This is an optimization exercise on Yosys and OpenROAD, whose aim is small area, a short achievable clock period and few clock cycles per item, not a production implementation. No functional check of the RTL was part of any run shown here.

`flow/flow/abc.script`:
```
&get -n
&st
&dch
&nf
&put
```
`flow/constraint.sdc`:
```
create_clock -name core_clock -period 12.0 [get_ports {clk}]
set_input_delay 2.4000 -clock core_clock [delete_from_list [all_inputs] [get_ports {clk}]]
set_output_delay 2.4000 -clock core_clock [all_outputs]
set_load 0.01 [all_outputs]
```
`flow/config.mk`:
```
export PLATFORM = sky130hd
export DESIGN_NAME = aes_cell
export DESIGN_NICKNAME = aes_cell
export VERILOG_FILES = /design/flow/design.v
export SDC_FILE = /design/flow/constraint.sdc
export NUM_CORES = 8
export LEC_CHECK = 0
export CAP_MARGIN = 20
export CORE_MARGIN = 2
export CORE_UTILIZATION = 40
export PLACE_DENSITY = 0.6
export SLEW_MARGIN = 20
```
`flow/standard.sh`:
```
#!/bin/bash
# synth_recipe.tcl (not shown) runs the flow's synth.tcl, then flattens the netlist and writes it again
# the make line also repeats each setting of config.mk as NAME=value (left out here)
make -C /OpenROAD-flow-scripts/flow DESIGN_CONFIG=/design/flow/config.mk WORK_HOME=/design/flow/orfs CLKGATE_MAP_FILE= SYNTH_SCRIPT=/design/flow/synth_recipe.tcl "${@:-finish}"
```
`flow/design.v`:
```
module aes_sbox_a (
    input  wire [7:0]  a,
    output wire [17:0] m      
);
    wire U0, U1, U2, U3, U4, U5, U6, U7;
    wire T1, T2, T3, T4, T5, T6, T7, T8, T9, T10, T11, T12, T13, T14, T15, T16, T17, T18, T19, T20, T21, T22, T23, T24, T25, T26, T27, M1, M2, M3, M4, M5, M6, M7, M8, M9, M10, M11, M12, M13, M14, M15, M16, M17, M18, M19, M20, M21, M22, M23, M24, M25, M26, M27, M28, M29, M30, M31, M32, M33, M34, M35, M36, M37, M38, M39, M40, M41, M42, M43, M44, M45, M46, M47, M48, M49, M50, M51, M52, M53, M54, M55, M56, M57, M58, M59, M60, M61, M62, M63;
    assign {U0, U1, U2, U3, U4, U5, U6, U7} = a;
    assign T1 = U0 ^ U3;
    assign T2 = U0 ^ U5;
    assign T3 = U0 ^ U6;
    assign T4 = U3 ^ U5;
    assign T5 = U4 ^ U6;
    assign T6 = T1 ^ T5;
    assign T7 = U1 ^ U2;
    assign T8 = U7 ^ T6;
    assign T9 = U7 ^ T7;
    assign T10 = T6 ^ T7;
    assign T11 = U1 ^ U5;
    assign T12 = U2 ^ U5;
    assign T13 = T3 ^ T4;
    assign T14 = T6 ^ T11;
    assign T15 = T5 ^ T11;
    assign T16 = T5 ^ T12;
    assign T17 = T9 ^ T16;
    assign T18 = U3 ^ U7;
    assign T19 = T7 ^ T18;
    assign T20 = T1 ^ T19;
    assign T21 = U6 ^ U7;
    assign T22 = T7 ^ T21;
    assign T23 = T2 ^ T22;
    assign T24 = T2 ^ T10;
    assign T25 = T20 ^ T17;
    assign T26 = T3 ^ T16;
    assign T27 = T1 ^ T12;
    assign M1 = T13 & T6;
    assign M2 = T23 & T8;
    assign M3 = T14 ^ M1;
    assign M4 = T19 & U7;
    assign M5 = M4 ^ M1;
    assign M6 = T3 & T16;
    assign M7 = T22 & T9;
    assign M8 = T26 ^ M6;
    assign M9 = T20 & T17;
    assign M10 = M9 ^ M6;
    assign M11 = T1 & T15;
    assign M12 = T4 & T27;
    assign M13 = M12 ^ M11;
    assign M14 = T2 & T10;
    assign M15 = M14 ^ M11;
    assign M16 = M3 ^ M2;
    assign M17 = M5 ^ T24;
    assign M18 = M8 ^ M7;
    assign M19 = M10 ^ M15;
    assign M20 = M16 ^ M13;
    assign M21 = M17 ^ M15;
    assign M22 = M18 ^ M13;
    assign M23 = M19 ^ T25;
    assign M24 = M22 ^ M23;
    assign M25 = M22 & M20;
    assign M26 = M21 ^ M25;
    assign M27 = M20 ^ M21;
    assign M28 = M23 ^ M25;
    assign M29 = M28 & M27;
    assign M30 = M26 & M24;
    assign M31 = M20 & M23;
    assign M32 = M27 & M31;
    assign M33 = M27 ^ M25;
    assign M34 = M21 & M22;
    assign M35 = M24 & M34;
    assign M36 = M24 ^ M25;
    assign M37 = M21 ^ M29;
    assign M38 = M32 ^ M33;
    assign M39 = M23 ^ M30;
    assign M40 = M35 ^ M36;
    assign M41 = M38 ^ M40;
    assign M42 = M37 ^ M39;
    assign M43 = M37 ^ M38;
    assign M44 = M39 ^ M40;
    assign M45 = M42 ^ M41;
    assign M46 = M44 & T6;
    assign M47 = M40 & T8;
    assign M48 = M39 & U7;
    assign M49 = M43 & T16;
    assign M50 = M38 & T9;
    assign M51 = M37 & T17;
    assign M52 = M42 & T15;
    assign M53 = M45 & T27;
    assign M54 = M41 & T10;
    assign M55 = M44 & T13;
    assign M56 = M40 & T23;
    assign M57 = M39 & T19;
    assign M58 = M43 & T3;
    assign M59 = M38 & T22;
    assign M60 = M37 & T20;
    assign M61 = M42 & T1;
    assign M62 = M45 & T4;
    assign M63 = M41 & T2;
    assign m = {M46, M47, M48, M49, M50, M51, M52, M53, M54, M55, M56, M57, M58, M59, M60, M61, M62, M63};
endmodule
module aes_sbox_b (
    input  wire [17:0] m,
    output wire [7:0]  ye
);
    wire M46, M47, M48, M49, M50, M51, M52, M53, M54, M55, M56, M57, M58, M59, M60, M61, M62, M63;
    assign {M46, M47, M48, M49, M50, M51, M52, M53, M54, M55, M56, M57, M58, M59, M60, M61, M62, M63} = m;
    wire L0, L1, L2, L3, L4, L5, L6, L7, L8, L9, L10, L11, L12, L13, L14, L15, L16, L17, L18, L19, L20, L21, L22, L23, L24, L25, L26, L27, L28, L29, S0, S1, S2, S3, S4, S5, S6, S7;
    assign L0 = M61 ^ M62;
    assign L1 = M50 ^ M56;
    assign L2 = M46 ^ M48;
    assign L3 = M47 ^ M55;
    assign L4 = M54 ^ M58;
    assign L5 = M49 ^ M61;
    assign L6 = M62 ^ L5;
    assign L7 = M46 ^ L3;
    assign L8 = M51 ^ M59;
    assign L9 = M52 ^ M53;
    assign L10 = M53 ^ L4;
    assign L11 = M60 ^ L2;
    assign L12 = M48 ^ M51;
    assign L13 = M50 ^ L0;
    assign L14 = M52 ^ M61;
    assign L15 = M55 ^ L1;
    assign L16 = M56 ^ L0;
    assign L17 = M57 ^ L1;
    assign L18 = M58 ^ L8;
    assign L19 = M63 ^ L4;
    assign L20 = L0 ^ L1;
    assign L21 = L1 ^ L7;
    assign L22 = L3 ^ L12;
    assign L23 = L18 ^ L2;
    assign L24 = L15 ^ L9;
    assign L25 = L6 ^ L10;
    assign L26 = L7 ^ L9;
    assign L27 = L8 ^ L10;
    assign L28 = L11 ^ L14;
    assign L29 = L11 ^ L17;
    assign S0 = L6 ^ L24;
    assign S1 = ~(L16 ^ L26);
    assign S2 = ~(L19 ^ L28);
    assign S3 = L6 ^ L21;
    assign S4 = L20 ^ L22;
    assign S5 = L25 ^ L29;
    assign S6 = ~(L13 ^ L27);
    assign S7 = ~(L6 ^ L23);
    assign ye = {S0, S1, S2, S3, S4, S5, S6, S7};
endmodule
module aes_sbox_bd (
    input  wire [17:0] m,
    output wire [7:0]  ye,
    output wire [7:0]  yd
);
    wire M46, M47, M48, M49, M50, M51, M52, M53, M54, M55, M56, M57, M58, M59, M60, M61, M62, M63;
    assign {M46, M47, M48, M49, M50, M51, M52, M53, M54, M55, M56, M57, M58, M59, M60, M61, M62, M63} = m;
    wire L0, L1, L2, L3, L4, L5, L6, L7, L8, L9, L10, L11, L12, L13, L14, L15, L16, L17, L18, L19, L20, L21, L22, L23, L24, L25, L26, L27, L28, L29, S0, S1, S2, S3, S4, S5, S6, S7;
    assign L0 = M61 ^ M62;
    assign L1 = M50 ^ M56;
    assign L2 = M46 ^ M48;
    assign L3 = M47 ^ M55;
    assign L4 = M54 ^ M58;
    assign L5 = M49 ^ M61;
    assign L6 = M62 ^ L5;
    assign L7 = M46 ^ L3;
    assign L8 = M51 ^ M59;
    assign L9 = M52 ^ M53;
    assign L10 = M53 ^ L4;
    assign L11 = M60 ^ L2;
    assign L12 = M48 ^ M51;
    assign L13 = M50 ^ L0;
    assign L14 = M52 ^ M61;
    assign L15 = M55 ^ L1;
    assign L16 = M56 ^ L0;
    assign L17 = M57 ^ L1;
    assign L18 = M58 ^ L8;
    assign L19 = M63 ^ L4;
    assign L20 = L0 ^ L1;
    assign L21 = L1 ^ L7;
    assign L22 = L3 ^ L12;
    assign L23 = L18 ^ L2;
    assign L24 = L15 ^ L9;
    assign L25 = L6 ^ L10;
    assign L26 = L7 ^ L9;
    assign L27 = L8 ^ L10;
    assign L28 = L11 ^ L14;
    assign L29 = L11 ^ L17;
    assign S0 = L6 ^ L24;
    assign S1 = ~(L16 ^ L26);
    assign S2 = ~(L19 ^ L28);
    assign S3 = L6 ^ L21;
    assign S4 = L20 ^ L22;
    assign S5 = L25 ^ L29;
    assign S6 = ~(L13 ^ L27);
    assign S7 = ~(L6 ^ L23);
    assign ye = {S0, S1, S2, S3, S4, S5, S6, S7};
    assign yd[7] = M49 ^ M51 ^ M52 ^ M54 ^ M58 ^ M59 ^ M61 ^ M62;
    assign yd[6] = M47 ^ M48 ^ M49 ^ M50 ^ M52 ^ M54 ^ M55 ^ M56 ^ M59 ^ M60 ^ M61 ^ M63;
    assign yd[5] = M47 ^ M48 ^ M49 ^ M50 ^ M52 ^ M54 ^ M56 ^ M57 ^ M58 ^ M60 ^ M61 ^ M62;
    assign yd[4] = M46 ^ M48 ^ M52 ^ M54 ^ M58 ^ M59 ^ M61 ^ M62;
    assign yd[3] = M46 ^ M48 ^ M50 ^ M51 ^ M52 ^ M53 ^ M56 ^ M57 ^ M58 ^ M59 ^ M61 ^ M63;
    assign yd[2] = M46 ^ M47 ^ M50 ^ M51 ^ M52 ^ M54 ^ M58 ^ M59 ^ M61 ^ M62;
    assign yd[1] = M49 ^ M50 ^ M52 ^ M53 ^ M58 ^ M59 ^ M61 ^ M62;
    assign yd[0] = M55 ^ M57 ^ M61 ^ M63;
endmodule
module aes_ain (
    input  wire [7:0] a,
    output wire [7:0] y
);
    assign y[7] = a[6] ^ a[4] ^ a[1];
    assign y[6] = a[5] ^ a[3] ^ a[0];
    assign y[5] = a[7] ^ a[4] ^ a[2];
    assign y[4] = a[6] ^ a[3] ^ a[1];
    assign y[3] = a[5] ^ a[2] ^ a[0];
    assign y[2] = ~(a[7] ^ a[4] ^ a[1]);
    assign y[1] = a[6] ^ a[3] ^ a[0];
    assign y[0] = ~(a[7] ^ a[5] ^ a[2]);
endmodule
module aes_mc (input wire [31:0] a, output wire [31:0] y);
    wire t0, t1, t2, t3, t4, t5, t6, t7, t8, t9, t10, t11, t12, t13, t14, t15, t16, t17, t18, t19, t20, t21, t22, t23, t24, t25, t26, t27, t28, t29, t30, t31, t32, t33, t34, t35, t36, t37, t38, t39, t40, t41, t42, t43, t44, t45, t46, t47, t48, t49, t50, t51, t52, t53, t54, t55, t56, t57, t58, t59, t60, t61, t62, t63, t64, t65, t66, t67, t68, t69, t70, t71, t72, t73, t74, t75, t76, t77, t78, t79, t80, t81, t82, t83, t84, t85, t86, t87, t88, t89, t90, t91, t92, t93, t94, t95, t96, t97, t98, t99, t100, t101, t102, t103, t104, t105, t106, t107;
    assign t0 = a[31] ^ a[7];
    assign t1 = a[15] ^ a[23];
    assign t2 = a[15] ^ a[7];
    assign t3 = a[23] ^ a[31];
    assign t4 = a[16] ^ a[24];
    assign t5 = a[17] ^ a[25];
    assign t6 = a[10] ^ a[18];
    assign t7 = a[11] ^ a[19];
    assign t8 = a[2] ^ a[26];
    assign t9 = a[12] ^ a[20];
    assign t10 = a[27] ^ a[3];
    assign t11 = a[13] ^ a[21];
    assign t12 = a[28] ^ a[4];
    assign t13 = a[14] ^ a[22];
    assign t14 = a[29] ^ a[5];
    assign t15 = a[30] ^ a[6];
    assign t16 = a[0] ^ a[8];
    assign t17 = a[1] ^ a[9];
    assign t18 = a[8] ^ t0;
    assign t19 = t4 ^ t18;
    assign t20 = a[0] ^ a[24];
    assign t21 = a[9] ^ t0;
    assign t22 = t20 ^ t5;
    assign t23 = t21 ^ t22;
    assign t24 = a[1] ^ a[25];
    assign t25 = a[26] ^ t24;
    assign t26 = t6 ^ t25;
    assign t27 = a[27] ^ t0;
    assign t28 = t7 ^ t8;
    assign t29 = t27 ^ t28;
    assign t30 = a[28] ^ t0;
    assign t31 = t10 ^ t9;
    assign t32 = t30 ^ t31;
    assign t33 = a[29] ^ t11;
    assign t34 = t12 ^ t33;
    assign t35 = a[30] ^ t13;
    assign t36 = t14 ^ t35;
    assign t37 = a[31] ^ t1;
    assign t38 = t15 ^ t37;
    assign t39 = a[0] ^ t2;
    assign t40 = t4 ^ t39;
    assign t41 = a[1] ^ t16;
    assign t42 = t2 ^ t5;
    assign t43 = t41 ^ t42;
    assign t44 = a[18] ^ t17;
    assign t45 = t8 ^ t44;
    assign t46 = a[10] ^ a[19];
    assign t47 = a[2] ^ t10;
    assign t48 = t2 ^ t46;
    assign t49 = t47 ^ t48;
    assign t50 = a[11] ^ a[20];
    assign t51 = a[3] ^ t12;
    assign t52 = t2 ^ t50;
    assign t53 = t51 ^ t52;
    assign t54 = a[12] ^ a[21];
    assign t55 = a[4] ^ t14;
    assign t56 = t54 ^ t55;
    assign t57 = a[13] ^ a[22];
    assign t58 = a[5] ^ t15;
    assign t59 = t57 ^ t58;
    assign t60 = a[14] ^ a[23];
    assign t61 = a[6] ^ t0;
    assign t62 = t60 ^ t61;
    assign t63 = a[24] ^ t1;
    assign t64 = t16 ^ t63;
    assign t65 = a[16] ^ a[25];
    assign t66 = a[8] ^ t1;
    assign t67 = t17 ^ t65;
    assign t68 = t66 ^ t67;
    assign t69 = a[10] ^ a[17];
    assign t70 = a[9] ^ t69;
    assign t71 = t8 ^ t70;
    assign t72 = a[11] ^ t1;
    assign t73 = t10 ^ t6;
    assign t74 = t72 ^ t73;
    assign t75 = a[12] ^ t1;
    assign t76 = t12 ^ t7;
    assign t77 = t75 ^ t76;
    assign t78 = a[13] ^ t14;
    assign t79 = t9 ^ t78;
    assign t80 = a[14] ^ t11;
    assign t81 = t15 ^ t80;
    assign t82 = a[15] ^ t0;
    assign t83 = t13 ^ t82;
    assign t84 = a[16] ^ t16;
    assign t85 = t3 ^ t84;
    assign t86 = a[17] ^ t17;
    assign t87 = t3 ^ t4;
    assign t88 = t86 ^ t87;
    assign t89 = a[2] ^ t5;
    assign t90 = t6 ^ t89;
    assign t91 = a[18] ^ a[26];
    assign t92 = a[3] ^ t3;
    assign t93 = t7 ^ t91;
    assign t94 = t92 ^ t93;
    assign t95 = a[19] ^ a[27];
    assign t96 = a[4] ^ t3;
    assign t97 = t9 ^ t95;
    assign t98 = t96 ^ t97;
    assign t99 = a[20] ^ a[28];
    assign t100 = a[5] ^ t11;
    assign t101 = t99 ^ t100;
    assign t102 = a[21] ^ a[29];
    assign t103 = a[6] ^ t102;
    assign t104 = t13 ^ t103;
    assign t105 = a[22] ^ a[30];
    assign t106 = a[7] ^ t1;
    assign t107 = t105 ^ t106;
    assign y[0] = t19;
    assign y[1] = t23;
    assign y[2] = t26;
    assign y[3] = t29;
    assign y[4] = t32;
    assign y[5] = t34;
    assign y[6] = t36;
    assign y[7] = t38;
    assign y[8] = t40;
    assign y[9] = t43;
    assign y[10] = t45;
    assign y[11] = t49;
    assign y[12] = t53;
    assign y[13] = t56;
    assign y[14] = t59;
    assign y[15] = t62;
    assign y[16] = t64;
    assign y[17] = t68;
    assign y[18] = t71;
    assign y[19] = t74;
    assign y[20] = t77;
    assign y[21] = t79;
    assign y[22] = t81;
    assign y[23] = t83;
    assign y[24] = t85;
    assign y[25] = t88;
    assign y[26] = t90;
    assign y[27] = t94;
    assign y[28] = t98;
    assign y[29] = t101;
    assign y[30] = t104;
    assign y[31] = t107;
endmodule
module aes_imc_ain (input wire [31:0] a, output wire [31:0] y);
    wire t0, t1, t2, t3, t4, t5, t6, t7, t8, t9, t10, t11, t12, t13, t14, t15, t16, t17, t18, t19, t20, t21, t22, t23, t24, t25, t26, t27, t28, t29, t30, t31, t32, t33, t34, t35, t36, t37, t38, t39, t40, t41, t42, t43, t44, t45, t46, t47, t48, t49, t50, t51, t52, t53, t54, t55, t56, t57, t58, t59, t60, t61, t62, t63, t64, t65, t66, t67, t68, t69, t70, t71, t72, t73, t74, t75, t76, t77, t78, t79, t80, t81, t82, t83, t84, t85, t86, t87, t88, t89, t90, t91, t92, t93, t94, t95, t96, t97, t98, t99, t100, t101, t102, t103, t104, t105, t106, t107, t108, t109, t110, t111, t112, t113, t114, t115, t116, t117, t118, t119, t120, t121, t122, t123, t124, t125, t126, t127, t128, t129, t130, t131, t132, t133, t134, t135, t136, t137, t138, t139, t140, t141, t142, t143, t144, t145, t146, t147, t148, t149, t150, t151, t152, t153, t154, t155, t156, t157, t158, t159, t160, t161, t162, t163, t164, t165, t166, t167, t168, t169, t170, t171, t172, t173, t174, t175, t176, t177, t178, t179, t180, t181, t182, t183, t184, t185, t186, t187, t188, t189, t190, t191, t192, t193, t194, t195, t196, t197, t198, t199, t200, t201, t202, t203, t204, t205, t206, t207, t208, t209, t210, t211, t212, t213, t214, t215, t216, t217, t218, t219, t220, t221, t222, t223, t224, t225, t226, t227, t228, t229, t230, t231, t232, t233;
    assign t0 = a[2] ^ a[5];
    assign t1 = a[26] ^ a[29];
    assign t2 = a[18] ^ a[21];
    assign t3 = a[10] ^ a[13];
    assign t4 = a[15] ^ a[31];
    assign t5 = a[3] ^ a[6];
    assign t6 = a[27] ^ a[30];
    assign t7 = a[19] ^ a[22];
    assign t8 = a[23] ^ a[7];
    assign t9 = a[11] ^ a[14];
    assign t10 = a[16] ^ a[20];
    assign t11 = a[0] ^ a[4];
    assign t12 = a[24] ^ a[28];
    assign t13 = a[12] ^ a[8];
    assign t14 = a[1] ^ t0;
    assign t15 = a[25] ^ t1;
    assign t16 = a[9] ^ t3;
    assign t17 = a[17] ^ t2;
    assign t18 = t4 ^ t5;
    assign t19 = t6 ^ t8;
    assign t20 = t11 ^ t7;
    assign t21 = t12 ^ t9;
    assign t22 = a[12] ^ t14;
    assign t23 = a[20] ^ t16;
    assign t24 = t10 ^ t17;
    assign t25 = a[25] ^ a[30];
    assign t26 = a[17] ^ a[22];
    assign t27 = t11 ^ t6;
    assign t28 = t20 ^ t4;
    assign t29 = t21 ^ t8;
    assign t30 = a[1] ^ a[6];
    assign t31 = a[11] ^ t13;
    assign t32 = t13 ^ t5;
    assign t33 = a[4] ^ t15;
    assign t34 = a[9] ^ t2;
    assign t35 = t7 ^ t9;
    assign t36 = a[14] ^ t12;
    assign t37 = a[0] ^ a[19];
    assign t38 = a[13] ^ a[29];
    assign t39 = t10 ^ t18;
    assign t40 = a[14] ^ a[3];
    assign t41 = t1 ^ t26;
    assign t42 = a[23] ^ a[24];
    assign t43 = a[25] ^ a[8];
    assign t44 = t43 ^ t5;
    assign t45 = t14 ^ t44;
    assign t46 = t1 ^ t10;
    assign t47 = t16 ^ t27;
    assign t48 = a[1] ^ a[28];
    assign t49 = t3 ^ t9;
    assign t50 = a[21] ^ a[5];
    assign t51 = a[27] ^ a[8];
    assign t52 = a[22] ^ a[6];
    assign t53 = t0 ^ t25;
    assign t54 = a[0] ^ a[31];
    assign t55 = a[15] ^ a[16];
    assign t56 = a[16] ^ a[9];
    assign t57 = t17 ^ t32;
    assign t58 = a[5] ^ t13;
    assign t59 = a[6] ^ t19;
    assign t60 = t12 ^ t7;
    assign t61 = a[23] ^ t25;
    assign t62 = t37 ^ t38;
    assign t63 = t61 ^ t62;
    assign t64 = t22 ^ t39;
    assign t65 = t63 ^ t64;
    assign t66 = a[20] ^ a[30];
    assign t67 = t11 ^ t40;
    assign t68 = t66 ^ t14;
    assign t69 = t41 ^ t67;
    assign t70 = t68 ^ t69;
    assign t71 = t2 ^ t42;
    assign t72 = t14 ^ t18;
    assign t73 = t27 ^ t71;
    assign t74 = t72 ^ t73;
    assign t75 = a[31] ^ a[7];
    assign t76 = t12 ^ t75;
    assign t77 = t20 ^ t76;
    assign t78 = t45 ^ t77;
    assign t79 = a[4] ^ a[9];
    assign t80 = t79 ^ t8;
    assign t81 = t46 ^ t80;
    assign t82 = t45 ^ t81;
    assign t83 = a[16] ^ a[2];
    assign t84 = a[3] ^ a[31];
    assign t85 = t83 ^ t84;
    assign t86 = t41 ^ t85;
    assign t87 = t47 ^ t86;
    assign t88 = a[22] ^ a[29];
    assign t89 = t11 ^ t48;
    assign t90 = t5 ^ t88;
    assign t91 = t17 ^ t19;
    assign t92 = t49 ^ t89;
    assign t93 = t90 ^ t91;
    assign t94 = t92 ^ t93;
    assign t95 = a[18] ^ a[29];
    assign t96 = a[30] ^ t95;
    assign t97 = t96 ^ t22;
    assign t98 = t28 ^ t29;
    assign t99 = t97 ^ t98;
    assign t100 = a[31] ^ t30;
    assign t101 = t50 ^ t51;
    assign t102 = t100 ^ t101;
    assign t103 = t102 ^ t23;
    assign t104 = t29 ^ t103;
    assign t105 = a[28] ^ t52;
    assign t106 = t105 ^ t16;
    assign t107 = t31 ^ t53;
    assign t108 = t106 ^ t107;
    assign t109 = t1 ^ t54;
    assign t110 = t8 ^ t9;
    assign t111 = t109 ^ t110;
    assign t112 = t16 ^ t32;
    assign t113 = t111 ^ t112;
    assign t114 = a[1] ^ a[7];
    assign t115 = t114 ^ t13;
    assign t116 = t55 ^ t9;
    assign t117 = t115 ^ t116;
    assign t118 = t117 ^ t47;
    assign t119 = a[12] ^ a[17];
    assign t120 = t119 ^ t3;
    assign t121 = t4 ^ t56;
    assign t122 = t120 ^ t121;
    assign t123 = t14 ^ t21;
    assign t124 = t122 ^ t123;
    assign t125 = a[10] ^ a[11];
    assign t126 = a[24] ^ a[7];
    assign t127 = t125 ^ t126;
    assign t128 = t127 ^ t53;
    assign t129 = t128 ^ t57;
    assign t130 = a[30] ^ t18;
    assign t131 = t34 ^ t35;
    assign t132 = t58 ^ t130;
    assign t133 = t131 ^ t33;
    assign t134 = t132 ^ t133;
    assign t135 = a[26] ^ t58;
    assign t136 = t135 ^ t23;
    assign t137 = t28 ^ t59;
    assign t138 = t136 ^ t137;
    assign t139 = a[28] ^ a[7];
    assign t140 = t139 ^ t38;
    assign t141 = t40 ^ t56;
    assign t142 = t140 ^ t141;
    assign t143 = t17 ^ t142;
    assign t144 = t28 ^ t143;
    assign t145 = a[14] ^ a[19];
    assign t146 = a[30] ^ a[4];
    assign t147 = t145 ^ t146;
    assign t148 = t3 ^ t30;
    assign t149 = t147 ^ t148;
    assign t150 = t149 ^ t24;
    assign t151 = a[7] ^ a[8];
    assign t152 = t0 ^ t10;
    assign t153 = t151 ^ t4;
    assign t154 = t152 ^ t153;
    assign t155 = t17 ^ t35;
    assign t156 = t154 ^ t155;
    assign t157 = a[15] ^ a[9];
    assign t158 = t10 ^ t157;
    assign t159 = t42 ^ t7;
    assign t160 = t158 ^ t159;
    assign t161 = t160 ^ t57;
    assign t162 = a[17] ^ a[20];
    assign t163 = a[24] ^ a[25];
    assign t164 = t162 ^ t163;
    assign t165 = t2 ^ t8;
    assign t166 = t16 ^ t164;
    assign t167 = t165 ^ t20;
    assign t168 = t166 ^ t167;
    assign t169 = a[15] ^ a[18];
    assign t170 = t10 ^ t169;
    assign t171 = t30 ^ t37;
    assign t172 = t15 ^ t170;
    assign t173 = t171 ^ t49;
    assign t174 = t172 ^ t173;
    assign t175 = a[13] ^ a[17];
    assign t176 = t175 ^ t35;
    assign t177 = t46 ^ t176;
    assign t178 = t22 ^ t59;
    assign t179 = t177 ^ t178;
    assign t180 = a[13] ^ a[14];
    assign t181 = a[2] ^ a[28];
    assign t182 = t13 ^ t180;
    assign t183 = t181 ^ t18;
    assign t184 = t182 ^ t19;
    assign t185 = t183 ^ t184;
    assign t186 = t24 ^ t185;
    assign t187 = a[15] ^ a[24];
    assign t188 = t187 ^ t26;
    assign t189 = t50 ^ t188;
    assign t190 = t19 ^ t31;
    assign t191 = t189 ^ t190;
    assign t192 = t33 ^ t191;
    assign t193 = a[12] ^ a[27];
    assign t194 = t193 ^ t52;
    assign t195 = t15 ^ t194;
    assign t196 = t34 ^ t36;
    assign t197 = t195 ^ t196;
    assign t198 = t3 ^ t55;
    assign t199 = t15 ^ t19;
    assign t200 = t198 ^ t60;
    assign t201 = t199 ^ t200;
    assign t202 = a[17] ^ a[23];
    assign t203 = t10 ^ t202;
    assign t204 = t54 ^ t6;
    assign t205 = t15 ^ t203;
    assign t206 = t204 ^ t21;
    assign t207 = t205 ^ t206;
    assign t208 = a[0] ^ a[17];
    assign t209 = t13 ^ t2;
    assign t210 = t208 ^ t4;
    assign t211 = t48 ^ t6;
    assign t212 = t15 ^ t209;
    assign t213 = t210 ^ t211;
    assign t214 = t212 ^ t213;
    assign t215 = a[14] ^ a[23];
    assign t216 = a[26] ^ a[9];
    assign t217 = t2 ^ t215;
    assign t218 = t216 ^ t51;
    assign t219 = t14 ^ t217;
    assign t220 = t218 ^ t60;
    assign t221 = t219 ^ t220;
    assign t222 = a[21] ^ a[25];
    assign t223 = t0 ^ t222;
    assign t224 = t6 ^ t7;
    assign t225 = t18 ^ t223;
    assign t226 = t224 ^ t36;
    assign t227 = t225 ^ t226;
    assign t228 = t23 ^ t227;
    assign t229 = a[10] ^ a[21];
    assign t230 = a[22] ^ t229;
    assign t231 = t230 ^ t29;
    assign t232 = t33 ^ t39;
    assign t233 = t231 ^ t232;
    assign y[0] = ~t65;
    assign y[1] = t70;
    assign y[2] = ~t74;
    assign y[3] = t78;
    assign y[4] = t82;
    assign y[5] = t87;
    assign y[6] = t94;
    assign y[7] = t99;
    assign y[8] = ~t104;
    assign y[9] = t108;
    assign y[10] = ~t113;
    assign y[11] = t118;
    assign y[12] = t124;
    assign y[13] = t129;
    assign y[14] = t134;
    assign y[15] = t138;
    assign y[16] = ~t144;
    assign y[17] = t150;
    assign y[18] = ~t156;
    assign y[19] = t161;
    assign y[20] = t168;
    assign y[21] = t174;
    assign y[22] = t179;
    assign y[23] = t186;
    assign y[24] = ~t192;
    assign y[25] = t197;
    assign y[26] = ~t201;
    assign y[27] = t207;
    assign y[28] = t214;
    assign y[29] = t221;
    assign y[30] = t228;
    assign y[31] = t233;
endmodule
module aes_sbox_bk (
    input  wire [17:0] m,      
    input  wire [7:0]  k,
    output wire [7:0]  ye,
    output wire [7:0]  ydk
);
    wire M46, M47, M48, M49, M50, M51, M52, M53, M54, M55, M56, M57, M58, M59, M60, M61, M62, M63;
    assign {M46, M47, M48, M49, M50, M51, M52, M53, M54, M55, M56, M57, M58, M59, M60, M61, M62, M63} = m;
    wire L0, L1, L2, L3, L4, L5, L6, L7, L8, L9, L10, L11, L12, L13, L14, L15, L16, L17, L18, L19, L20, L21, L22, L23, L24, L25, L26, L27, L28, L29, S0, S1, S2, S3, S4, S5, S6, S7;
    assign L0 = M61 ^ M62;
    assign L1 = M50 ^ M56;
    assign L2 = M46 ^ M48;
    assign L3 = M47 ^ M55;
    assign L4 = M54 ^ M58;
    assign L5 = M49 ^ M61;
    assign L6 = M62 ^ L5;
    assign L7 = M46 ^ L3;
    assign L8 = M51 ^ M59;
    assign L9 = M52 ^ M53;
    assign L10 = M53 ^ L4;
    assign L11 = M60 ^ L2;
    assign L12 = M48 ^ M51;
    assign L13 = M50 ^ L0;
    assign L14 = M52 ^ M61;
    assign L15 = M55 ^ L1;
    assign L16 = M56 ^ L0;
    assign L17 = M57 ^ L1;
    assign L18 = M58 ^ L8;
    assign L19 = M63 ^ L4;
    assign L20 = L0 ^ L1;
    assign L21 = L1 ^ L7;
    assign L22 = L3 ^ L12;
    assign L23 = L18 ^ L2;
    assign L24 = L15 ^ L9;
    assign L25 = L6 ^ L10;
    assign L26 = L7 ^ L9;
    assign L27 = L8 ^ L10;
    assign L28 = L11 ^ L14;
    assign L29 = L11 ^ L17;
    assign S0 = L6 ^ L24;
    assign S1 = ~(L16 ^ L26);
    assign S2 = ~(L19 ^ L28);
    assign S3 = L6 ^ L21;
    assign S4 = L20 ^ L22;
    assign S5 = L25 ^ L29;
    assign S6 = ~(L13 ^ L27);
    assign S7 = ~(L6 ^ L23);
    assign ye = {S0, S1, S2, S3, S4, S5, S6, S7};
    wire q0, q1, q2, q3, q4, q5, q6, q7, q8, q9, q10, q11, q12, q13, q14, q15, q16, q17, q18, q19, q20, q21, q22, q23, q24, q25, q26, q27, q28, q29, q30, q31, q32, q33, q34, q35, q36, q37, q38, q39, q40, q41, q42, q43, q44, q45, q46;
    assign q0 = M52 ^ M61;
    assign q1 = M58 ^ q0;
    assign q2 = M59 ^ q1;
    assign q3 = M54 ^ M62;
    assign q4 = M47 ^ M50;
    assign q5 = M48 ^ M56;
    assign q6 = M49 ^ q3;
    assign q7 = M55 ^ M63;
    assign q8 = M59 ^ q5;
    assign q9 = M60 ^ q4;
    assign q10 = M46 ^ q3;
    assign q11 = M50 ^ M53;
    assign q12 = k[7] ^ M51;
    assign q13 = q12 ^ q6;
    assign q14 = q13 ^ q2;
    assign q15 = k[6] ^ M49;
    assign q16 = M54 ^ q0;
    assign q17 = q15 ^ q7;
    assign q18 = q16 ^ q17;
    assign q19 = q8 ^ q9;
    assign q20 = q18 ^ q19;
    assign q21 = k[5] ^ M57;
    assign q22 = q21 ^ q5;
    assign q23 = q1 ^ q22;
    assign q24 = q6 ^ q9;
    assign q25 = q23 ^ q24;
    assign q26 = k[4] ^ M48;
    assign q27 = q26 ^ q10;
    assign q28 = q2 ^ q27;
    assign q29 = k[3] ^ M46;
    assign q30 = M51 ^ M57;
    assign q31 = M63 ^ q11;
    assign q32 = q29 ^ q30;
    assign q33 = q1 ^ q31;
    assign q34 = q32 ^ q8;
    assign q35 = q33 ^ q34;
    assign q36 = k[2] ^ M51;
    assign q37 = q36 ^ q4;
    assign q38 = q10 ^ q37;
    assign q39 = q2 ^ q38;
    assign q40 = k[1] ^ M49;
    assign q41 = M62 ^ q11;
    assign q42 = q40 ^ q41;
    assign q43 = q2 ^ q42;
    assign q44 = k[0] ^ M57;
    assign q45 = M61 ^ q44;
    assign q46 = q7 ^ q45;
    assign ydk[7] = q14;
    assign ydk[6] = q20;
    assign ydk[5] = q25;
    assign ydk[4] = q28;
    assign ydk[3] = q35;
    assign ydk[2] = q39;
    assign ydk[1] = q43;
    assign ydk[0] = q46;
endmodule
module aes_cell (
    input  wire         clk,
    input  wire         rst,           
    input  wire         in_valid,
    output wire         in_ready,
    input  wire         in_decrypt,    
    input  wire         in_key256,     
    input  wire [255:0] in_key,
    input  wire [127:0] in_block,
    output reg          out_valid,
    output reg  [127:0] out_block
);
    function [7:0] xt;
        input [7:0] a;
        xt = {a[6:0], 1'b0} ^ (a[7] ? 8'h1b : 8'h00);
    endfunction
    function [7:0] xtinv;       
        input [7:0] a;
        xtinv = a[0] ? ({1'b1, a[7:1]} ^ 8'h0d) : {1'b0, a[7:1]};
    endfunction
    function [127:0] shiftrows;
        input [127:0] s;
        integer i;
        begin
            for (i = 0; i < 16; i = i + 1)
                shiftrows[127 - 8 * i -: 8] = s[127 - 8 * ((i % 4) + 4 * (((i / 4) + (i % 4)) % 4)) -: 8];
        end
    endfunction
    function [127:0] invshiftrows;
        input [127:0] s;
        integer i;
        begin
            for (i = 0; i < 16; i = i + 1)
                invshiftrows[127 - 8 * i -: 8] = s[127 - 8 * ((i % 4) + 4 * (((i / 4) + 4 - (i % 4)) % 4)) -: 8];
        end
    endfunction
    reg  [127:0] q_st, q_kt;
    reg  [255:0] q_kw;
    reg  [31:0]  q_ks;
    reg          q_ks1;         
    reg          q_busy, q_dec, q_k256, q_pre, q_par;
    reg          q_done;        
    reg  [3:0]   q_cnt;
    reg  [7:0]   q_rc;
    reg  [1:0]   q_tag;
    reg  [287:0] p_m;           
    reg  [71:0]  p_km;          
    reg  [255:0] p_kw;
    reg          p_busy, p_dec, p_k256, p_pre, p_par, p_done;
    reg  [3:0]   p_cnt;
    reg  [7:0]   p_rc;
    reg  [1:0]   p_tag;
    genvar g;
    wire [127:0] x1 = q_st ^ q_kt;
    wire [31:0]  ks1 = q_ks1 ? q_kw[31:0] : q_ks;
    wire [287:0] m1;
    wire [71:0]  km1;
    generate
        for (g = 0; g < 16; g = g + 1) begin : g_s1
            aes_sbox_a u_sa (.a(x1[127 - 8 * g -: 8]), .m(m1[287 - 18 * g -: 18]));
        end
        for (g = 0; g < 4; g = g + 1) begin : g_k1
            aes_sbox_a u_ka (.a(ks1[31 - 8 * g -: 8]), .m(km1[71 - 18 * g -: 18]));
        end
    endgenerate
    always @(posedge clk) begin
        p_m    <= {m1[287:128], (q_pre || q_done) ? q_st : m1[127:0]};
        p_done <= q_done;
        p_km   <= km1;
        p_kw   <= q_kw;
        p_dec  <= q_dec;
        p_k256 <= q_k256;
        p_pre  <= q_pre;
        p_par  <= q_par;
        p_cnt  <= q_cnt;
        p_rc   <= q_rc;
        p_tag  <= q_tag;
    end
    wire [127:0] sbe;           
    wire [127:0] dk;            
    wire [31:0]  ks_sub;
    generate
        for (g = 0; g < 16; g = g + 1) begin : g_s2
            aes_sbox_bk u_sb (.m(p_m[287 - 18 * g -: 18]), .k(p_kw[255 - 8 * g -: 8]),
                              .ye(sbe[127 - 8 * g -: 8]), .ydk(dk[127 - 8 * g -: 8]));
        end
        for (g = 0; g < 4; g = g + 1) begin : g_k2
            aes_sbox_b u_kb (.m(p_km[71 - 18 * g -: 18]), .ye(ks_sub[31 - 8 * g -: 8]));
        end
    endgenerate
    wire [31:0] h0 = p_kw[255:224], h1 = p_kw[223:192], h2 = p_kw[191:160], h3 = p_kw[159:128];
    wire [31:0] l0 = p_kw[127:96],  l1 = p_kw[95:64],   l2 = p_kw[63:32],   l3 = p_kw[31:0];
    wire [31:0] ks_t = p_par ? {ks_sub[23:16] ^ p_rc, ks_sub[15:0], ks_sub[31:24]} : ks_sub;
    wire [31:0] h01 = h0 ^ h1, h012 = h01 ^ h2, h0123 = h012 ^ h3;
    wire [127:0] kf = {h0 ^ ks_t, h01 ^ ks_t, h012 ^ ks_t, h0123 ^ ks_t};
    wire [31:0] b0 = p_k256 ? l0 : h0, b1 = p_k256 ? l1 : h1, b2 = p_k256 ? l2 : h2, b3 = p_k256 ? l3 : h3;
    wire [127:0] kb = {b0 ^ ks_t, b1 ^ b0, b2 ^ b1, b3 ^ b2};
    wire [127:0] mc, dnext_s;
    generate
        for (g = 0; g < 4; g = g + 1) begin : g_mix
            aes_mc      u_mc  (.a(sbe[127 - 32 * g -: 32]), .y(mc[127 - 32 * g -: 32]));
            aes_imc_ain u_imc (.a(dk[127 - 32 * g -: 32]),  .y(dnext_s[127 - 32 * g -: 32]));
        end
    endgenerate
    wire [127:0] dnext = invshiftrows(dnext_s);
    wire [127:0] blk_s = invshiftrows(invshiftrows(p_m[127:0]));
    wire [127:0] blk_a;
    generate
        for (g = 0; g < 16; g = g + 1) begin : g_ain_blk
            aes_ain u_ain (.a(blk_s[127 - 8 * g -: 8]), .y(blk_a[127 - 8 * g -: 8]));
        end
    endgenerate
    wire [127:0] kf_s = invshiftrows(kf);
    wire [127:0] kf_a0;
    generate
        for (g = 0; g < 16; g = g + 1) begin : g_ain
            aes_ain u_ain (.a(kf_s[127 - 8 * g -: 8]), .y(kf_a0[127 - 8 * g -: 8]));
        end
    endgenerate
    wire [127:0] kf_a = kf_a0 ^ {16{8'h05}};
    wire last    = (p_cnt == (p_k256 ? 4'd14 : 4'd10));
    wire lastpre = (p_cnt == (p_k256 ? 4'd13 : 4'd10));
    wire fin     = p_busy && !p_pre && !p_done && last;    
    wire q_last  = (q_cnt == (q_k256 ? 4'd14 : 4'd10));
    reg    rdy;
    assign in_ready = rdy;
    wire   accept   = in_ready && in_valid;
    wire c_pass = !in_ready && p_done;                             
    wire c_hold = !in_ready && !p_done && hold;                    
    wire c_run  = !in_ready && !p_done && !hold;                   
    wire c_pre  = c_run && p_pre && !lastpre;                      
    wire c_last = c_run && p_pre && lastpre;                       
    wire c_dec  = c_run && !p_pre && p_dec;                        
    wire c_enc  = c_run && !p_pre && !p_dec;                       
    wire c_fwd  = c_pre || c_last || c_enc;                        
    always @(posedge clk) begin
        if (in_ready) begin
            q_dec  <= in_decrypt;
            q_k256 <= in_key256;
            q_pre  <= in_decrypt;
            q_par  <= 1'b1;
            q_cnt  <= 4'd1;
            q_rc   <= 8'h01;
            q_tag  <= wr_tag;
            q_done <= 1'b0;
            q_ks1  <= in_key256;
        end else begin
            q_done <= p_done || hold;
            q_dec  <= p_dec;
            q_k256 <= p_k256;
            q_tag  <= p_tag;
            q_cnt  <= c_last ? 4'd1 : p_cnt + 4'd1;
            q_par  <= c_last ? 1'b1 : p_k256 ? !p_par : p_par;
            q_pre  <= p_pre && !c_last;
            q_ks1  <= 1'b0;
            q_rc   <= p_rc;
            if (c_last && !p_k256)                 q_rc <= xtinv(p_rc);
            else if ((c_pre || c_enc) && p_par)    q_rc <= xt(p_rc);
            else if (c_dec && p_par)               q_rc <= xtinv(p_rc);
        end
    end
    wire [127:0] st_early = in_ready ? shiftrows(in_block) : c_last ? blk_a : p_m[127:0];
    wire [127:0] kh_early = in_ready ? in_key[255:128] : (c_fwd && (p_k256 || c_last)) ? p_kw[127:0] : p_kw[255:128];
    wire [127:0] kl_early = in_ready ? in_key[127:0] : c_dec ? p_kw[255:128] : p_kw[127:0];
    wire         kh_kf    = c_fwd && !(p_k256 || c_last);       
    wire         kl_kf    = c_fwd;                                
    wire [127:0] kt_early = in_ready ? shiftrows(in_key[255:128]) : (c_enc && p_k256) ? shiftrows(p_kw[127:0]) : 128'h0;
    wire         kt_kf    = c_enc && !p_k256;
    wire [31:0]  ks_early = in_ready ? in_key[159:128] : c_last ? (p_k256 ? l3 : (h3 ^ h2))
                          : c_dec ? (p_k256 ? (l3 ^ l2) : (h3 ^ h1)) : q_ks_hold;
    wire [31:0]  q_ks_hold = q_ks;
    wire         ks_kf    = c_pre || c_enc;
    always @(posedge clk) begin
        q_st <= ({128{c_dec}}  & dnext)
              | ({128{c_enc}}  & shiftrows(mc))
              | ({128{c_hold}} & res)
              | ({128{!(c_dec || c_enc || c_hold)}} & st_early);
        q_kw <= {({128{kh_kf}} & kf) | ({128{c_dec}} & kb) | ({128{!(kh_kf || c_dec)}} & kh_early),
                 ({128{kl_kf}} & kf) | ({128{!kl_kf}} & kl_early)};
        q_kt <= ({128{c_last}} & kf_a) | ({128{kt_kf}} & shiftrows(kf)) | ({128{!(c_last || kt_kf)}} & kt_early);
        q_ks <= ({32{ks_kf}} & kf[31:0]) | ({32{!ks_kf}} & ks_early);
    end
    reg  [127:0] rb;
    reg          rb_v;
    reg  [1:0]   rb_tag;
    reg  [1:0]   rd_tag, wr_tag;
    reg  [1:0]   n_open;        
    wire [127:0] res     = p_dec ? dk : (sbe ^ (p_k256 ? p_kw[127:0] : kf));
    wire         p_next  = (p_tag == rd_tag);
    wire         byp     = fin && p_next;                       
    wire         from_p  = p_busy && p_done && p_next;          
    wire         from_rb = rb_v && (rb_tag == rd_tag);
    wire         to_rb   = fin && !p_next && !rb_v;
    wire         hold    = fin && !p_next && rb_v;              
    wire         load    = byp || from_p || from_rb;
    wire         p_free  = !p_busy || byp || to_rb || from_p;   
    wire [1:0]   rd_nx   = rd_tag + (load ? 2'd1 : 2'd0);
    wire         rb_v_nx = to_rb || (rb_v && !from_rb);
    wire [1:0]   n_open_nx = n_open + (accept ? 2'd1 : 2'd0) - (load ? 2'd1 : 2'd0);
    wire         q_fin   = q_busy && !q_pre && !q_done && q_last;
    wire         q_free  = !q_busy || (q_fin && (q_tag == rd_nx || !rb_v_nx))
                                   || (q_done && q_tag == rd_nx);
    always @(posedge clk) begin
        out_block <= from_rb ? rb : from_p ? p_m[127:0] : res;
        if (to_rb) begin
            rb     <= res;
            rb_tag <= p_tag;
        end
    end
    always @(posedge clk) begin
        if (rst) begin
            q_busy    <= 1'b0;
            p_busy    <= 1'b0;
            rb_v      <= 1'b0;
            rd_tag    <= 2'd0;
            wr_tag    <= 2'd0;
            n_open    <= 2'd0;
            rdy       <= 1'b1;
            out_valid <= 1'b0;
        end else begin
            p_busy    <= q_busy;
            q_busy    <= in_ready ? in_valid : (p_busy && !p_free);
            if (accept) wr_tag <= wr_tag + 2'd1;
            rd_tag    <= rd_nx;
            out_valid <= load;
            n_open    <= n_open_nx;
            rb_v      <= rb_v_nx;
            rdy       <= q_free && (n_open_nx != 2'd3);
        end
    end
endmodule
```
`flow/flow/margin.txt`:
```
8.0
```
`flow/flow/run.sh`:
```
#!/bin/bash
# Own layout flow: the standard ORFS flow, except that
#  - synthesis maps the combinational logic with the ABC script in
#    flow/abc.script instead of ORFS's, and
#  - repair_timing aims for the setup margin in flow/margin.txt (ns below the
#    12 ns clock), so that the design is sized for a shorter achieved period.
# The clock period, SDC and everything else are the standard flow's.
set -euo pipefail
W=$PWD
MARGIN=$(cat "$W/flow/margin.txt")
cat > "$W/own_synth.tcl" <<EOF2
proc abc {args} {
  set i [lsearch -exact \$args -script]
  if {\$i >= 0} { set args [lreplace \$args [expr {\$i + 1}] [expr {\$i + 1}] $W/flow/abc.script] }
  puts "own_synth: abc with \$args"
  yosys abc {*}\$args
}
source $W/synth_recipe.tcl
EOF2
sed "s#SYNTH_SCRIPT=[^ ]*#SYNTH_SCRIPT=$W/own_synth.tcl#" standard.sh > own_standard.sh
grep -q "own_synth.tcl" own_standard.sh
bash own_standard.sh SETUP_SLACK_MARGIN=$MARGIN finish > "$W/flow_make.log" 2>&1
```
==> results_dict.tcl, run 1 <==
set metrics [dict create \
    holdWs_ns 0.296 \
    worst_slack_ns 7.81 \
    clk_pin_slew_ns 0.07 \
    wirelength_mm 601 \
    antenna_left 0 \
    grt_max_degree 179 \
    dp_hpwl_mm 468 \
    synthesis.nets 11597 \
    synth-edff-count 162 \
    status "finished clean" \
    setup_viol 0 \
    grt_pass1_wl_mm 793 \
    min_period_ns 4.19 \
    area_growth_pct 29.0 \
    cp_cell_sequence "xor3_1 -> xor2_2 -> xnor2_1 -> mux2i_4 -> xnor2_2 -> clkinv_1 -> o21ai_1 -> xor2_1 -> o21ai_1 -> nor2_1 -> o21ai_0" \
    slew_headroom_pct 10.5 \
    nets 12888 \
    hold_class "flip-flop to flip-flop" \
    start_kind "flip-flop" \
    fin_crit_sh_pct 34.9 \
    clockBufferDepth 3 \
    final_core_util_pct 51.9 \
    yosys_most_used_dff "dfxtp_1" \
    crit_arrival_ns 4.97 \
    r2r_slack_ns 7.81 \
    path_common_cell "o21ai_1" \
    die_w_um 510 \
    maxCapViolCount 0 \
    final_common_cell "xnor2_1" \
    hp-start "q_kw[134]$_DFF_P_" \
    dp_worst_setup_slack_ns 5.74 \
    cts_made_buffers 180 \
    rsz0062_at_grt "yes" \
    rr_endpoint "out_block[119]$_DFF_P_" \
    syn_area_per_cell_um2 9.16 \
    synthArstFlopShare_pct 0 \
    clock_skew_ns 0.0694 \
    dr.pass1.iters 6 \
    tns_ns 0 \
    cp-end-kind "flip-flop" \
    port_buffers 518 \
    fmax_mhz 239 \
    gp_congestion 1.09 \
    crit_type "flip-flop to flip-flop" \
    drv_slew 0 \
    core-area_um2 254000 \
    cts.sinks 1468 \
    whs_endpoint "p_kw[134]$_DFF_P_" \
    grt_usage_pct 44.6 \
    worst_pin_slew_ns 1.33 \
    first_global_vias 90848 \
    htreeDepth 4 \
    syn-cell-area_um2 102000 \
    hold_depth 0 \
    hold_viol_final 0 \
    cp.required_ns 12.78 \
    cp_top_family "XOR/XNOR gates" \
    synthCells 11163 \
    pin_count 519 \
    ctsHoldBuffers 0 \
    ys_warn_count 1 \
    vias_per_cell 6.06 \
    drive_gt1_share_pct 15.7 \
    seq_area_frac_synth_pct 30.3 \
    cts_root_buf "clkbuf_16" \
    ys_types 54 \
    num_rows 185 \
    overflow 0 \
    cp_num_buf_inv 1 \
    worstReg2RegStart "p_km[37]$_DFF_P_" \
    synth_seq_cells 1468 \
    crit_fanout 6 \
    drtIter0Drc 14742 \
    fp.dieH_um 510 \
    antenna_found_initial 54 \
    vias 96973 \
    fin_area_um2 132000 \
    crit_path_max_incr_delay_ns 0.72 \
    dieArea_um2 260000 \
    critPathSlowestCell "o21ai_1" \
    wire_per_inst_um 37.6 \
    cts_tree "built" \
    dpl_cell_area_um2 116000 \
    most-common-layout-cells "xnor2_1, dfxtp_1, xor2_1, nor2_1, o21ai_0" \
    drc 0 \
    clock_latency_ns 0.90 \
    start_util_pct 40.2 \
    reg2regPathDepth 11 \
]
[worst register-to-register path, cell delays in order, from the launching register on]
cell,delay (ns)
dfxtp_1,0.40
xor3_1,0.56
xor2_2,0.21
xnor2_1,0.41
mux2i_4,0.21
xnor2_2,0.43
clkinv_1,0.12
o21ai_1,0.51
xor2_1,0.14
o21ai_1,0.72
nor2_1,0.07
o21ai_0,0.29
[state kept, by name (all words and copies together) (netlist names), 8 cells and up, named ones only]
name / flops
q_kt: 128
q_rc: 8
out_block: 128
p_rc: 8
p_kw: 256
q_st: 128
p_km: 72
rb: 128
q_kw: 256
p_m: 288
[metrics by stage]
stage,instances
finish,16001
global route,15979
CTS,15883
detailed placement,15459
global placement,15458
floorplan,11163
[layout make-up]
type / instances / area (um2)
multi-input cells: 9569 / 79100
repair buffers: 1103 / 10300
flip-flops and latches: 1468 / 31300
clock inverters: 102 / 1300
fillers: 23404 / 122000
well taps: 3366 / 4210
clock buffers: 238 / 5140
diodes: 23 / 57.6
inverters: 132 / 512
[worst max path at each step]
stage                      from                      to  slack, ns  cells past startpoint
2_1_floorplan    p_k256$_DFF_P_       q_kw[137]$_DFF_P_      -8.34                     10
3_3_place_gp   p_km[56]$_DFF_P_         q_st[0]$_DFF_P_       5.81                     12
3_5_place_dp   p_km[56]$_DFF_P_         q_st[0]$_DFF_P_       5.74                     12
4_1_cts        p_km[28]$_DFF_P_  out_block[113]$_DFF_P_       7.70                     10
5_1_grt        q_ks1$_SDFF_PN0_        p_km[55]$_DFF_P_       7.76                     18
6_report       p_km[37]$_DFF_P_  out_block[119]$_DFF_P_       7.81                     11
[routing by layer]
metal | share of wire, % | vias up | GRT usage [%]
li1 | - | 40945 | -
met1 | 40 | 47954 | 59.5
met2 | 40 | 6674 | 63.4
met3 | 13 | 1374 | 13.6
met4 | 7.3 | 26 | 25.3
met5 | 0.030 | - | 0
[logic make-up (layout without fill, tap and decap cells)]
| group | after synthesis | in the layout | synth area share (%) |
|---|---|---|---|
| AND/OR/NAND/NOR | 2059 | 2064 | 8.10 |
| adder cells (fa/ha/maj) | 45 | 45 | 0.551 |
| buffers and inverters | 132 | 1575 | 0.485 |
| other | 0 | 23 | 0 |
| multiplexers | 236 | 236 | 2.33 |
| flip-flops | 1468 | 1468 | 30.3 |
| AO/OA/AOI/OAI | 2658 | 2659 | 15.4 |
| XOR/XNOR | 4565 | 4565 | 42.8 |
[what timing repair did]
action | 4_1_cts | 5_1_grt
cloned | 6 | 4
buffers inserted | 78 | 91
gates resized for setup | 1089 | 474
endpoints found under the setup margin | 1174 | 528
pin swaps | 36 | 73
[cell usage after synthesis, types with 4 or more instances]
master | count | share of area (%)
a211o_1 | 17 | 0.15
a211oi_1 | 143 | 1.1
a21o_1 | 53 | 0.39
a21oi_1 | 673 | 3.3
a221o_1 | 33 | 0.32
a221oi_1 | 16 | 0.14
a222oi_1 | 8 | 0.078
a22o_1 | 9 | 0.077
a22oi_1 | 121 | 0.89
a31oi_1 | 4 | 0.024
a32o_1 | 5 | 0.049
a32oi_1 | 22 | 0.19
and2_0 | 25 | 0.15
and3_1 | 12 | 0.073
clkinv_1 | 132 | 0.48
dfxtp_1 | 1306 | 26
edfxtp_1 | 162 | 4.8
ha_1 | 45 | 0.55
mux2_1 | 17 | 0.19
mux2i_1 | 219 | 2.1
nand2_1 | 853 | 3.1
nand2b_1 | 52 | 0.32
nand3_1 | 49 | 0.24
nor2_1 | 920 | 3.4
nor2b_1 | 46 | 0.28
nor3_1 | 93 | 0.46
o211ai_1 | 83 | 0.61
o21a_1 | 11 | 0.081
o21ai_0 | 1051 | 5.1
o221a_1 | 7 | 0.077
o221ai_1 | 89 | 0.76
o22a_1 | 7 | 0.060
o22ai_1 | 175 | 1.1
o31ai_1 | 109 | 0.80
o32a_1 | 4 | 0.039
xnor2_1 | 2961 | 25
xnor3_1 | 241 | 5.3
xor2_1 | 1335 | 11
xor3_1 | 28 | 0.65
==> inputs of run 2 (changes only) <==
--- a/flow/design.v
+++ b/flow/design.v
@@ -779,6 +779,8 @@
     reg  [71:0]  p_km;          
     reg  [255:0] p_kw;
     reg          p_busy, p_dec, p_k256, p_pre, p_par, p_done;
+    reg          p_last, p_lastpre;    
+    reg          p_nxt;                
     reg  [3:0]   p_cnt;
     reg  [7:0]   p_rc;
     reg  [1:0]   p_tag;
@@ -798,6 +800,9 @@
     always @(posedge clk) begin
         p_m    <= {m1[287:128], (q_pre || q_done) ? q_st : m1[127:0]};
         p_done <= q_done;
+        p_last    <= q_last;
+        p_lastpre <= (q_cnt == (q_k256 ? 4'd13 : 4'd10));
+        p_nxt     <= (q_tag == rd_nx);
         p_km   <= km1;
         p_kw   <= q_kw;
         p_dec  <= q_dec;
@@ -850,8 +855,8 @@
         end
     endgenerate
     wire [127:0] kf_a = kf_a0 ^ {16{8'h05}};
-    wire last    = (p_cnt == (p_k256 ? 4'd14 : 4'd10));
-    wire lastpre = (p_cnt == (p_k256 ? 4'd13 : 4'd10));
+    wire last    = p_last;
+    wire lastpre = p_lastpre;
     wire fin     = p_busy && !p_pre && !p_done && last;    
     wire q_last  = (q_cnt == (q_k256 ? 4'd14 : 4'd10));
     reg    rdy;
@@ -918,7 +923,7 @@
     reg  [1:0]   rd_tag, wr_tag;
     reg  [1:0]   n_open;        
     wire [127:0] res     = p_dec ? dk : (sbe ^ (p_k256 ? p_kw[127:0] : kf));
-    wire         p_next  = (p_tag == rd_tag);
+    wire         p_next  = p_nxt;
     wire         byp     = fin && p_next;                       
     wire         from_p  = p_busy && p_done && p_next;          
     wire         from_rb = rb_v && (rb_tag == rd_tag);
==> results_dict.tcl, run 2 <==
set metrics [dict create \
    drive_gt1_share_pct 14.9 \
    critPathSlowestCell "o21ai_0" \
    fmax_mhz 236 \
    grt_usage_pct 41.8 \
    nets 12737 \
    worst_slack_ns 7.76 \
    dp_hpwl_mm 439 \
    setup_viol 0 \
    synthArstFlopShare_pct 0 \
    start_kind "flip-flop" \
    wire_per_inst_um 35.6 \
    yosys_most_used_dff "dfxtp_1" \
    gp_congestion 1.08 \
    port_buffers 518 \
    top_regs "p_m: 288 flops, p_kw: 256 flops, q_kw: 256 flops" \
    grt_max_degree 192 \
    dp_worst_setup_slack_ns 6.29 \
    cp-end-kind "flip-flop" \
    dieArea_um2 259000 \
    synthTopCellsByArea "dfxtp_1, xnor2_1, xor2_1, o21ai_0, xnor3_1" \
    hold_viol_final 0 \
    seq_area_frac_synth_pct 30.5 \
    clock_latency_ns 0.90 \
    fin_area_um2 130000 \
    syn-cell-area_um2 102000 \
    largest_reg_flops 288 \
    ys_types 48 \
    antenna_found_initial 51 \
    clockBufferDepth 3 \
    yosysTopAreaCell "dfxtp_1" \
    antenna_left 0 \
    final_common_cell "xnor2_1" \
    first_global_vias 88536 \
    slew_headroom_pct 18.2 \
    dr.pass1.iters 10 \
    crit_type "flip-flop to flip-flop" \
    yosysTopAreaCellShare_pct 25.7 \
    cts.sinks 1471 \
    wirelength_mm 565 \
    most-common-layout-cells "xnor2_1, xor2_1, dfxtp_1, o21ai_0, nor2_1" \
    vias 95733 \
    die_w_um 509 \
    maxCapViolCount 0 \
    synthesis.nets 11503 \
    synthCells 11070 \
    vias_per_cell 6.04 \
    overflow 0 \
    yosys-top-cells-count "xnor2_1, xor2_1, dfxtp_1, o21ai_0, nor2_1" \
    ys_warn_count 1 \
    cts_made_buffers 173 \
    drv_slew 0 \
    pin_count 519 \
    path_common_cell "o21ai_0" \
    hold_class "flip-flop to flip-flop" \
    drtIter0Drc 15470 \
    fp.dieH_um 509 \
    cp.required_ns 12.78 \
    num_rows 185 \
    crit_path_max_incr_delay_ns 0.68 \
    core-area_um2 254000 \
    area_growth_pct 27.6 \
    top_register "p_m" \
    clk_pin_slew_ns 0.06 \
    grt_pass1_wl_mm 751 \
    synth_seq_cells 1471 \
    cp_cell_sequence "xnor3_1 -> xnor2_1 -> xnor3_2 -> mux2i_4 -> xnor2_2 -> o21ai_2 -> xor2_1 -> o21ai_0 -> nor2_1 -> o21ai_0" \
    yosysMostFrequentCell "xnor2_1" \
    start_util_pct 40.2 \
    fillCellCount 23377 \
    fin_crit_sh_pct 35.3 \
    crit_arrival_ns 5.02 \
    syn_area_per_cell_um2 9.22 \
    rsz0062_at_grt "yes" \
    synth-edff-count 162 \
    dpl_cell_area_um2 115000 \
    htreeDepth 4 \
    worst_pin_slew_ns 1.21 \
    cts_tree "built" \
    status "finished clean" \
    min_period_ns 4.24 \
    crit_fanout 7 \
    drc 0 \
    clock_skew_ns 0.0577 \
    cts_root_buf "clkbuf_16" \
]
## run 2: cell types whose count changed after synthesis, moves of 17 or more
cell / change
a211oi_1: +50
a21o_1: -31
a21oi_1: -101
a221o_1: -18
clkinv_1: -42
nand2_1: -105
nand3_1: -17
nor2_1: +66
nor3_1: +37
o21ai_0: +75
o22ai_1: -20
xor2_1: -17
## run 2: critical path, delay by kind of cell (launching register included)
kind / cells / cell delay (ns)
compound gates: 3 / 1.53
simple gates: 1 / 0.08
mux: 1 / 0.48
xor+xnor: 5 / 1.59
flops: 1 / 0.44
## run 2: path summary, 6_finish.rpt
| path | end | depth (start not counted) | startpoint | slack [ns] |
|---|---|---|---|---|
| worst min register to register | p_kw[121]$_DFF_P_ | 0 | q_kw[121]$_DFF_P_ | 0.31 |
| worst min-delay path | p_kw[121]$_DFF_P_ | 0 | q_kw[121]$_DFF_P_ | 0.31 |
| worst max register to register | out_block[18]$_DFF_P_ | 10 | p_km[20]$_DFF_P_ | 7.76 |
| worst max-delay path | out_block[18]$_DFF_P_ | 10 | p_km[20]$_DFF_P_ | 7.76 |
## run 2: stage by stage
step                hold WS (ns)   TNS, ns  instances  utilization, %
floorplan                  0.310  -3472.34      11070               -
global placement           0.310         0      15309            45.1
detailed placement         0.312         0      15311            45.1
CTS                        0.320         0      15691            49.6
global route               0.314         0      15829            51.3
finish                     0.313         0      15856            51.3
## run 2: timing repair
action | 4_1_cts | 5_1_grt
resized for setup | 1016 | 514
setup buffers | 51 | 124
cloned | 3 | 5
pin swaps | 34 | 78
hold buffers | 0 | 0
setup endpoints to repair | 995 | 569
## run 2: cell families after synthesis
kind of cell / count (synthesis) / share of synthesized area, %
xor+xnor: 4567 / 43.0
compound gates: 2639 / 15.4
simple gates: 2023 / 7.96
flops: 1471 / 30.5
mux: 236 / 2.33
buf+inv: 90 / 0.331
fa+ha+maj: 44 / 0.540
## run 2: layout make-up
type                            count  area, um2  share of cell area (%)
Clock buffer                      259       5230                    4.02
Timing Repair Buffer             1056       9660                    7.42
Inverter                           90        345                   0.265
Antenna cell                       35       87.6                  0.0673
Tap cell                         3366       4210                    3.23
Multi-Input combinational cell   9512      78300                    60.2
Clock inverter                     67        967                   0.743
Sequential cell                  1471      31400                    24.1
## run 2: per-layer routing
metal  share of wire (%)  track usage (%)  wire length [um]  vias to the layer above
li1                    -                -                 -                    40631
met1                  40             56.1            224000                    46776
met2                  39             57.5            222000                     6931
met3                  13             13.3             74500                     1377
met4                 7.9             25.9             44500                       18
met5               0.020                0               115                        -
==> inputs of run 3 (changes only) <==
==> flow/flow/abc.script (replaced) <==
&get -n
&st
&dch
&nf -p
&put
==> results_dict.tcl, run 3 <==
set metrics [dict create \
    num_rows 185 \
    antenna_found_initial 61 \
    largest_reg_flops 288 \
    most-common-layout-cells "xnor2_1, dfxtp_1, xor2_1, o21ai_0, nor2_1" \
    clockBufferDepth 3 \
    clock_skew_ns 0.0792 \
    r2r_slack_ns 7.87 \
    die_w_um 509 \
    worst_pin_slew_ns 1.28 \
    nets 12721 \
    cts_tree "built" \
    drc 0 \
    critPathLaunch "p_km[8]$_DFF_P_" \
    yosys_most_used_dff "dfxtp_1" \
    dp_hpwl_mm 440 \
    crit_arrival_ns 4.84 \
    reg2regPathDepth 12 \
    worstReg2RegStart "p_km[8]$_DFF_P_" \
    final_common_cell "xnor2_1" \
    hold_viol_final 0 \
    setup_viol 0 \
    ys_types 49 \
    clock_latency_ns 0.91 \
    seq_area_frac_synth_pct 30.5 \
    crit_fanout 7 \
    cts.sinks 1471 \
    dpl_cell_area_um2 115000 \
    first_global_vias 89187 \
    drv_slew 0 \
    ys_warn_count 1 \
    crit_path_end "q_st[7]$_DFF_P_" \
    top_regs "p_m: 288 flops, p_kw: 256 flops, q_kw: 256 flops" \
    synthTopCellsByArea "dfxtp_1, xnor2_1, xor2_1, o21ai_0, xnor3_1" \
    min_period_ns 4.13 \
    synthArstFlopShare_pct 0 \
    syn-cell-area_um2 102000 \
    worst_slack_ns 7.87 \
    clk_pin_slew_ns 0.07 \
    grt_pass1_wl_mm 754 \
    status "finished clean" \
    port_buffers 518 \
    maxCapViolCount 0 \
    core-area_um2 254000 \
    cts_root_buf "clkbuf_16" \
    dieArea_um2 259000 \
    drive_gt1_share_pct 14.7 \
    synthCells 11025 \
    ctsHoldBuffers 0 \
    tns_ns 0 \
    antenna_left 0 \
    cp-end-kind "flip-flop" \
    yosysTopAreaCell "dfxtp_1" \
    yosys-top-cells-count "xnor2_1, dfxtp_1, xor2_1, o21ai_0, nor2_1" \
    drtIter0Drc 14851 \
    overflow 0 \
    pin_count 519 \
    grt_usage_pct 42.1 \
    slew_headroom_pct 13.5 \
    rr_endpoint "q_st[7]$_DFF_P_" \
    fmax_mhz 242 \
    dp_worst_setup_slack_ns 6.26 \
    synthesis.nets 11458 \
    hold_class "flip-flop to flip-flop" \
    synth-edff-count 162 \
    grt_max_degree 168 \
    fin_area_um2 130000 \
    vias 95391 \
    syn_area_per_cell_um2 9.24 \
    fin_crit_sh_pct 34.4 \
    wirelength_mm 565 \
    cts_made_buffers 177 \
    area_growth_pct 27.3 \
    fp.dieH_um 509 \
    start_kind "flip-flop" \
    top_register "p_m" \
    rsz0062_at_grt "yes" \
    start_util_pct 40.2 \
    wire_per_inst_um 35.7 \
    gp_congestion 1.11 \
    yosysMostFrequentCell "xnor2_1" \
    synth_seq_cells 1471 \
    vias_per_cell 6.02 \
    htreeDepth 4 \
    cp.required_ns 12.71 \
    crit_type "flip-flop to flip-flop" \
    dr.pass1.iters 9 \
    yosysTopAreaCellShare_pct 25.7 \
]
run 3: metal layers:
metal | vias up | GRT usage (%) | wire, um
met1 | 46701 | 55.7 | 223000
met3 | 1365 | 14.4 | 74700
li1 | 40583 | - | -
met4 | 32 | 27.7 | 46400
met2 | 6710 | 57.3 | 221000
met5 | - | 0 | 225
run 3: worst min path at each step:
| stage | end | cells after the start | slack (ns) | from |
|---|---|---|---|---|
| CTS | p_kw[250]$_DFF_P_ | 0 | 0.32 | q_kw[250]$_DFF_P_ |
| floorplan | p_dec$_DFF_P_ | 0 | 0.31 | q_dec$_DFF_P_ |
| detailed placement | p_kw[152]$_DFF_P_ | 0 | 0.31 | q_kw[152]$_DFF_P_ |
| global placement | p_kw[132]$_DFF_P_ | 0 | 0.31 | q_kw[132]$_DFF_P_ |
| global route | p_kw[250]$_DFF_P_ | 0 | 0.32 | q_kw[250]$_DFF_P_ |
| finish | p_kw[135]$_DFF_P_ | 0 | 0.31 | q_kw[135]$_DFF_P_ |
run 3: through the flow:
stage,util (%),hold slack (ns),instances
6_report,51.1,0.313,15834
5_1_grt,51.1,0.322,15818
4_1_cts,49.7,0.318,15710
3_5_place_dp,45.3,0.312,15304
3_3_place_gp,45.3,0.310,15302
2_1_floorplan,-,0.310,11025
run 3: final cells by class:
type,instances,area (um2)
fillers,23581,124000
multi-input cells,9490,77900
flip-flops and latches,1471,31300
repair buffers,1076,9770
clock buffers,235,5060
well taps,3366,4210
clock inverters,101,1110
inverters,72,278
diodes,23,57.6
run 3: kinds of logic after synthesis:
kind of cell | after synthesis | synth area share [%]
simple gates | 2033 | 8.16
buf+inv | 72 | 0.265
flops | 1471 | 30.5
xor+xnor | 4553 | 43.0
fa+ha+maj | 44 | 0.540
compound gates | 2618 | 15.3
mux | 234 | 2.31
run 3: worst max-delay path, cell delays in order, from the launching register on:
cell	delay (ns)
dfxtp_1	0.45
xnor3_1	0.44
xnor3_2	0.56
mux2i_4	0.11
buf_12	0.17
xnor2_4	0.39
xnor2_4	0.18
xnor2_4	0.21
o21ai_1	0.38
xor2_1	0.26
mux2i_1	0.18
a21oi_1	0.45
o21ai_0	0.18
run 3: timing repair:
| action | 4_1_cts | 5_1_grt |
|---|---|---|
| gates cloned | 12 | 0 |
| buffers inserted | 58 | 99 |
| setup endpoints to repair | 1015 | 529 |
| resized for setup | 980 | 436 |
| pin swaps | 29 | 68 |

## port drivers added, routing unchanged
How much do the figures lean on ideal ports? The routed layouts below were timed once more, with nothing changed but the port constraints. Step 1, drivers: a clkbuf_16 drives clk and a buf_2 each remaining input, both assumed. Step 2 adds t to the input delays and takes it off the output delays; t is the mean of the earliest and latest rising clock arrival at the registers after step 1. Input paths then give back, and output paths get back, about the clock's delay inside the block. a / b / c = ideal ports / drivers / drivers and shift; a / b = the first two.
run	shift t [ns]	setup WS [ns]	worst setup path at the end	clock arrival spread, ns	cell pins on the clock port's net
run 1	0.972	7.811 / 7.811 / 7.485	input to register	0.072 / 0.071	1
run 2	0.972	7.761 / 7.761 / 7.387	input to register	0.060 / 0.059	1
run 3	0.964	7.870 / 7.870 / 7.652	input to register	0.080 / 0.081	1
After both steps every run listed still meets setup and hold. For run 2, which loses most, drivers alone change the setup slack by 0.000 ns; drivers and shift together by -0.374 ns.
